Context: an optimization exercise on an open-source flow, tuned for small area, a short achievable clock period and few clock cycles per item. The choices shown serve that exercise and are no tape-out recipe.
In this exercise RTL edits were held to simulation tests only and were not proved equivalent to the original.

## sun_stage
module sun_stage (
    input  wire        clk,
    input  wire        rst,
    input  wire        in_valid,
    output wire        in_ready,
    input  wire        in_safe,
    input  wire [15:0] in_s,
    input  wire [15:0] in_g,
    input  wire [15:0] in_red,
    input  wire [15:0] in_grn,
    input  wire [15:0] in_blu,
    output wire        out_valid,
    input  wire        out_ready,
    output wire [15:0] out_red,
    output wire [15:0] out_grn,
    output wire [15:0] out_blu
);
    reg         sv;                  
    reg         rdy;                 
    assign in_ready = rdy;
    wire        e0 = ~sv | ~vl0;    
    wire        e1 = ~sv | ~vl1;    
    wire        e2 = ~sv | ~vl2;    
    wire        e3 = ~sv | ~vl3;    
    wire        e4 = ~sv | ~vl4;    
    wire        e5 = ~sv | ~vl5;    
    wire        e6 = ~sv | ~vl6;    
    wire        e7 = ~sv | ~vl7;    
    wire        e8 = ~sv | ~vl8;    
    wire        e9 = ~sv | ~vl9;    
    wire        e10 = ~sv | ~vl10;    
    wire        e11 = ~sv | ~vl11;    
    wire        e12 = ~sv | ~vl12;    
    wire        e13 = ~sv | ~vl13;    
    wire        e14 = ~sv | ~vl14;    
    wire        e15 = ~sv | ~vl15;    
    reg         vl0, sf0;
    reg  [15:0] s0, g0, v0_r, v0_g, v0_b;
    always @(posedge clk) begin
        if (rst) vl0 <= 1'b0;
        else if (e0) vl0 <= in_valid & rdy;
        if (e0) begin
            sf0  <= in_safe;
            s0   <= in_s;
            g0   <= in_g;
            v0_r <= in_red;
            v0_g <= in_grn;
            v0_b <= in_blu;
        end
    end
    wire [31:0] n1_r = {v0_r, 16'd0} - {16'd0, v0_r};
    wire        s0_r_neg = 1'b0;
    wire [3:0] s0_r_sh = {2'b00, n1_r[31:30]};
    wire [3:0] s0_r_op = {2'b00, 2'b01};
    wire [3:0] s0_r_r = s0_r_neg ? s0_r_sh + s0_r_op : s0_r_sh - s0_r_op;
    wire [0:0] s0_r_q = ~s0_r_r[3];
    wire        s1_r_neg = s0_r_r[3];
    wire [4:0] s1_r_sh = {s0_r_r[2:0], n1_r[29:28]};
    wire [4:0] s1_r_op = {{2'd0, s0_r_q}, s1_r_neg, 1'b1};
    wire [4:0] s1_r_r = s1_r_neg ? s1_r_sh + s1_r_op : s1_r_sh - s1_r_op;
    wire [1:0] s1_r_q = {s0_r_q, ~s1_r_r[4]};
    wire        s2_r_neg = s1_r_r[4];
    wire [5:0] s2_r_sh = {s1_r_r[3:0], n1_r[27:26]};
  ...
==> flow/config.mk <==
export PLATFORM = sky130hd
export DESIGN_NAME = sun_stage
export DESIGN_NICKNAME = sun_stage
export VERILOG_FILES = /design/flow/design.v
export SDC_FILE = /design/flow/constraint.sdc
export NUM_CORES = 4
export LEC_CHECK = 0
export ABC_CLOCK_PERIOD_IN_PS = 4000
export CAP_MARGIN = 20
export CORE_MARGIN = 2
export CORE_UTILIZATION = 55
export CTS_BUF_LIST = sky130_fd_sc_hd__clkbuf_8
export CTS_CLUSTER_DIAMETER = 50
export CTS_CLUSTER_SIZE = 18
export SETUP_SLACK_MARGIN = 5
export SLEW_MARGIN = 20
export TNS_END_PERCENT = 5
==> flow/constraint.sdc <==
create_clock -name core_clock -period 12.0 [get_ports {clk}]
set_input_delay 2.4000 -clock core_clock [delete_from_list [all_inputs] [get_ports {clk}]]
set_output_delay 2.4000 -clock core_clock [all_outputs]
set_load 0.01 [all_outputs]
standard.sh (not shown) runs the stock make flow with config.mk's settings and CLKGATE_MAP_FILE= SYNTH_SCRIPT=/design/flow/synth_recipe.tcl, a recipe that flattens the netlist after the stock synthesis.
==> flow/flow/run.sh <==
#!/bin/bash
# Own flow: the standard layout (standard.sh), unchanged except that
#  - the port buffers that global placement inserts on every input and output
#    are buf_2 cells instead of the default delay buffers.
set -euo pipefail
sed -e "s/SETUP_SLACK_MARGIN=[0-9.]*/SETUP_SLACK_MARGIN=8 'BUFFER_PORTS_ARGS=-buffer_cell sky130_fd_sc_hd__buf_2'/" standard.sh > standard_tight.sh
bash standard_tight.sh > standard.log 2>&1
Testbench counts at the start, summed over its fixed seeds: cycles 24,136, items 24,000.
Change:
Settings changed: CORE_UTILIZATION 55 to 62, CTS_CLUSTER_DIAMETER 50 to 45, CTS_CLUSTER_SIZE 18 to 16.
Result: Wire length shrinks slightly. Maximum frequency shrinks slightly. Worst setup slack loses 0.063 ns. Worst hold slack loses 0.0099 ns. Critical path depth is unchanged. Non-clock buffer count grows by 33. Global-route usage grows by 2.4 points. Design area grows slightly.
Change:
Settings changed: CORE_UTILIZATION 62 to 55, CTS_BUF_LIST sky130_fd_sc_hd__clkbuf_8 to not set, CTS_CLUSTER_DIAMETER 45 to not set, CTS_CLUSTER_SIZE 16 to not set.
What happened:
- first-iteration DRC count rose by a few percent
- register-to-register slack gets better by 0.04 ns
- core utilization shrinks by 7.1 points
- worst setup slack improves by 0.041 ns
- final cell count rose slightly
- synthesized area stays the same
- critical path depth climbs by 2
- count of clock-buffer cells in the layout falls by 14

---

Starting RTL as in the previous note.
// sun_stage
module sun_stage (
    input  wire        clk,
    input  wire        rst,
    input  wire        in_valid,
    output wire        in_ready,
    input  wire        in_safe,
    input  wire [15:0] in_s,
    input  wire [15:0] in_g,
    input  wire [15:0] in_red,
    input  wire [15:0] in_grn,
    input  wire [15:0] in_blu,
    output wire        out_valid,
    input  wire        out_ready,
    output wire [15:0] out_red,
    output wire [15:0] out_grn,
    output wire [15:0] out_blu
);
    reg         sv;                  
    reg         rdy;                 
    assign in_ready = rdy;
    wire        e0 = ~sv | ~vl0;    
    wire        e1 = ~sv | ~vl1;    
    wire        e2 = ~sv | ~vl2;    
    wire        e3 = ~sv | ~vl3;    
    wire        e4 = ~sv | ~vl4;    
    wire        e5 = ~sv | ~vl5;    
    wire        e6 = ~sv | ~vl6;    
    wire        e7 = ~sv | ~vl7;    
    wire        e8 = ~sv | ~vl8;    
    wire        e9 = ~sv | ~vl9;    
    wire        e10 = ~sv | ~vl10;    
    wire        e11 = ~sv | ~vl11;    
    wire        e12 = ~sv | ~vl12;    
  ...
Settings: LEC_CHECK=0, ABC_CLOCK_PERIOD_IN_PS=4000, CAP_MARGIN=20, CORE_MARGIN=2, CORE_UTILIZATION=55, CTS_BUF_LIST=sky130_fd_sc_hd__clkbuf_8, CTS_CLUSTER_DIAMETER=50, CTS_CLUSTER_SIZE=18, SETUP_SLACK_MARGIN=5, SLEW_MARGIN=20, TNS_END_PERCENT=5; clock period 12.0 ns.
==> flow/flow/run.sh <==
#!/bin/bash
# Own flow: the standard layout (standard.sh), unchanged except that
#  - the port buffers that global placement inserts on every input and output
#    are buf_2 cells instead of the default delay buffers;
#  - clock tree synthesis (same settings as config.mk gives it) inserts no
#    dummy loads.
set -euo pipefail
CTS="CTS_ARGS=-sink_clustering_enable -repair_clock_nets -sink_clustering_size 18 -sink_clustering_max_diameter 50 -buf_list sky130_fd_sc_hd__clkbuf_8 -dont_use_dummy_load"
sed -e "s/SETUP_SLACK_MARGIN=[0-9.]*/SETUP_SLACK_MARGIN=8 'BUFFER_PORTS_ARGS=-buffer_cell sky130_fd_sc_hd__buf_2' '$CTS'/" standard.sh > standard_tight.sh
bash standard_tight.sh > standard.log 2>&1
The starting point finished clean.
Testbench counts at the start, summed over its fixed seeds: cycles 24,136, items 24,000.
==> next run, changes <==
==> flow/flow/run.sh (replaced) <==
#!/bin/bash
# Own flow: the standard layout (standard.sh), unchanged except that
#  - the port buffers that global placement inserts on every input and output
#    are buf_2 cells instead of the default delay buffers.
set -euo pipefail
sed -e "s/SETUP_SLACK_MARGIN=[0-9.]*/SETUP_SLACK_MARGIN=8 'BUFFER_PORTS_ARGS=-buffer_cell sky130_fd_sc_hd__buf_2'/" standard.sh > standard_tight.sh
bash standard_tight.sh > standard.log 2>&1
- CTS_BUF_LIST: sky130_fd_sc_hd__clkbuf_8 -> unset
- CTS_CLUSTER_DIAMETER: 50 -> unset
- CTS_CLUSTER_SIZE: 18 -> unset
- TNS_END_PERCENT: 5 -> unset
=> The new run produced a clean layout. Critical path depth is unchanged. Cell area went up by 4.6%. Routed wire length went up by about 2.6%. Maximum frequency went up by 1.4%. Clock skew went down by 0.075 ns.
==> next run, changes <==
==> flow/flow/run.sh (replaced) <==
#!/bin/bash
set -euo pipefail
sed -e 's/SETUP_SLACK_MARGIN=[0-9.]*/SETUP_SLACK_MARGIN=8/' standard.sh > standard_tight.sh
bash standard_tight.sh > standard.log 2>&1
Result:
- cell area increases by 0.58%
- critical path depth does not change
- wire length barely changes

---

sun_stage, a different RTL version from the one above (not shown whole).
Size in the first run: about 12,000 cells after synthesis, ~2,500 flip-flops, about 140 I/O pins.
clock: 12.0 ns
lec_check: 0
abc_clock_period_in_ps: 4000
cap_margin: 20
core_margin: 2
core_utilization: 55
setup_slack_margin: 5
slew_margin: 20
run.sh (not shown) runs the stock make flow with config.mk's settings and CLKGATE_MAP_FILE= SYNTH_SCRIPT=/design/flow/synth_recipe.tcl, a recipe that flattens the netlist after the stock synthesis.
Stock flow here: none of the scripts above is used.
Testbench counts at the start, summed over its fixed seeds: cycles 24,136, items 24,000.
==> next run, changes <==
==> flow/flow/run.sh (new file) <==
#!/bin/bash
set -euo pipefail
sed -e 's/SETUP_SLACK_MARGIN=[0-9.]*/SETUP_SLACK_MARGIN=8.5/' standard.sh > standard_tight.sh
bash standard_tight.sh > standard.log 2>&1
==> flow/standard.sh (new file) <==
#!/bin/bash
# synth_recipe.tcl (not shown) runs the flow's synth.tcl, then flattens the netlist and writes it again
# the make line also repeats each setting of config.mk as NAME=value (left out here)
make -C /OpenROAD-flow-scripts/flow DESIGN_CONFIG=/design/flow/config.mk WORK_HOME=/design/flow/orfs CLKGATE_MAP_FILE= SYNTH_SCRIPT=/design/flow/synth_recipe.tcl "${@:-finish}"
--- a/flow/config.mk
+++ b/flow/config.mk
@@ -10,3 +10,3 @@
 export CORE_MARGIN = 2
-export CORE_UTILIZATION = 55
+export CORE_UTILIZATION = 65
 export SETUP_SLACK_MARGIN = 5
removed: flow/run.sh
What happened: Worst setup slack improved by 0.91 ns. Wire length rose by 8.1%.

## port drivers added, routing unchanged
How much do the figures lean on ideal ports? The routed layouts below were timed once more, with nothing changed but the port constraints.
Step 1 sets driving cells, clkbuf_16 on the clock port and buf_2 on the other inputs (assumed; they add their load-dependent delay and slew).
Step 2 times the ports against the registers' clock, not the clock port: input delays grow and output delays shrink by t, the midpoint of the rising clock arrivals with the driver on.
Three values: no drivers, after step 1, after step 2; two values: the first two.
| run | t (ns) | setup WS [ns] | cell pins on the clock port's net |
|---|---|---|---|
| the first run of note 1 | 1.101 | 7.875 / 7.800 / 7.755 | 1 |
| the second run of note 1 | 1.131 | 7.813 / 7.753 / 7.585 | 1 |
| the third run of note 1 | 0.954 | 7.854 / 7.780 / 7.772 | 1 |
| the first run of note 2 | 1.067 | 7.822 / 7.822 / 7.757 | 1 |
| the second run of note 2 | 0.939 | 7.879 / 7.879 / 7.755 | 1 |
| the third run of note 2 | 0.968 | 7.858 / 7.858 / 7.727 | 1 |
| the first run of note 3 | 0.949 | 6.819 / 6.819 / 6.819 | 1 |
| the second run of note 3 | 1.014 | 7.727 / 7.727 / 7.637 | 1 |
After both steps every run listed still meets setup and hold. For the second run of note 1, which loses most, drivers alone change the setup slack by -0.060 ns; drivers and shift together by -0.228 ns.
